This is an optimization exercise on Yosys and OpenROAD, whose aim is small area and a short achievable clock period, not a production implementation.
Only simulation tests tie the RTL to the original design; equivalence was not proved.

==> inputs of willow <==
## lc8b10b_slot
module lc8b10b_slot (
    input  wire         clk,
    input  wire         rst,         
    input  wire         in_valid,
    input  wire         in_entry,    
    input  wire [159:0] in_sym,
    output wire         out_valid,
    output reg  [159:0] out_sym,     
    output reg  [127:0] out_data,    
    output reg  [15:0]  out_k,       
    output reg  [15:0]  out_err      
);
==> flow/config.mk <==
export PLATFORM = sky130hd
export DESIGN_NAME = lc8b10b_slot
export DESIGN_NICKNAME = lc8b10b_slot
export VERILOG_FILES = /design/flow/design.v
export SDC_FILE = /design/flow/constraint.sdc
export NUM_CORES = 4
export LEC_CHECK = 0
export CAP_MARGIN = 20
export CORE_MARGIN = 2
export CORE_UTILIZATION = 40
export SLEW_MARGIN = 20
==> flow/constraint.sdc <==
create_clock -name core_clock -period 175.0 [get_ports {clk}]
set_input_delay 35.0000 -clock core_clock [delete_from_list [all_inputs] [get_ports {clk}]]
set_output_delay 35.0000 -clock core_clock [all_outputs]
set_load 0.01 [all_outputs]
standard.sh (not shown) runs the stock make flow with config.mk's settings and CLKGATE_MAP_FILE= SYNTH_SCRIPT=/design/flow/synth_recipe.tcl, a recipe that flattens the netlist after the stock synthesis.
==> flow/flow/run.sh <==
#!/bin/bash
# The standard layout (standard.sh), with three changes to how it is made:
# - synthesis maps with ABC's area-only mapping (flow/abc_map.script) instead of
#   ORFS's script, through flow/synth.tcl, which is synth_recipe.tcl with only
#   the ABC script swapped;
# - no full/half-adder extraction before ABC (ADDER_MAP_FILE empty);
# - ports are buffered with sky130_fd_sc_hd__buf_1.
# Each tool's output goes to the ORFS logs under orfs/logs; make's own output
# to flow_make.log here.
set -euo pipefail
W=$(pwd)
export FLOW_ABC_SCRIPT=$W/flow/abc_map.script
bash standard.sh "SYNTH_SCRIPT=$W/flow/synth.tcl" "ADDER_MAP_FILE=" \
  "BUFFER_PORTS_ARGS=-buffer_cell sky130_fd_sc_hd__buf_1" finish > flow_make.log 2>&1
test -s out/final.def
==> flow/flow/abc_map.script <==
strash; dch; map -a; topo; stime -c
==> flow/flow/synth.tcl <==
# The standard flow's synthesis script (synth_recipe.tcl) with ABC's mapping script replaced
# by the one named in FLOW_ABC_SCRIPT.
proc synth {args} { yosys synth -nofsm -noshare {*}$args }
proc abc {args} {
  set i [lsearch -exact $args -script]
  if { $i >= 0 } { lset args [expr {$i + 1}] $::env(FLOW_ABC_SCRIPT) }
  yosys abc {*}$args
}
source $::env(SCRIPTS_DIR)/synth.tcl
# left out here: clear keep_hierarchy, flatten, clean up, hide names made inside functions, write 1_2_yosys.v
==> garnet (differences from willow) <==
--- a/flow/flow/run.sh
+++ b/flow/flow/run.sh
@@ -12,4 +12,4 @@
 export FLOW_ABC_SCRIPT=$W/flow/abc_map.script
 bash standard.sh "SYNTH_SCRIPT=$W/flow/synth.tcl" "ADDER_MAP_FILE=" \
-  "BUFFER_PORTS_ARGS=-buffer_cell sky130_fd_sc_hd__buf_1" finish > flow_make.log 2>&1
+  "BUFFER_PORTS_ARGS=-buffer_cell sky130_fd_sc_hd__buf_1" SETUP_SLACK_MARGIN=135 finish > flow_make.log 2>&1
 test -s out/final.def
==> results.toml <==
[outcome]
status = "finished clean"

[finish]
multi_input_area_um2 = 13600
drive_above_1_share_pct = 2.24
regArea_um2 = 3940
nets = 4161

[worst_setup_path]
rr_worst_depth = 23

[clocking]
cts_resized = 0

[sta]
finalCriticalPeriod_ps = 41720

[grt]
grt_pass1_vias = 22600
gr-usage-met3_pct = 5.53
[end of results for willow]
==> results.toml <==
[worst_setup_path]
cp_cell_sequence = "inv_2, nor2_4, nor2_1, clkinv_1, a21oi_2, clkinv_1, nor2_2, o21a_1, nand3_1, nand2_1, o21ai_0, a31oi_1, o21ai_1, xnor2_1, xor2_1, xnor2_1, or2_4, nand2_8, xor2_2, xor2_2, buf_4, o21ai_4, xor2_1, buf_2"

[detailed_routing]
vias = 25700
drc = 0

[grt]
grt_pass1_vias = 22800
antenna_found_initial = 21
gr-usage-met3_pct = 5.43

[finish]
regArea_um2 = 4010
multi_input_area_um2 = 14400
drive_above_1_share_pct = 8.47
nets = 4226

[outcome]
status = "finished clean"
[end of results for garnet]

-- separate check: timing with driven ports --
How much do the figures lean on ideal ports? The routed layouts below were timed once more, with nothing changed but the port constraints. Step 1: set_driving_cell puts a clkbuf_16 on clk and a buf_2 on each other input, an assumption about the parent block. Step 2 moves the port delays by t, midway between the first and last clock arrival at a register: inputs arrive t later, outputs are due t later. That takes back most of the time a late clock gives input paths. Slacks: ideal ports / drivers / drivers and shift; pairs: ideal ports / drivers.
run	t (ns)	slack for setup (ns)	worst setup path after step 2	worst register clock-pin slew, ns	cell pins on the clock port's net
willow	0.548	133.278 / 133.221 / 133.769	register to output	0.08 / 0.08	1
garnet	0.546	135.291 / 135.235 / 135.781	register to output	0.08 / 0.08	1
After both steps setup and hold are still met in every run listed.
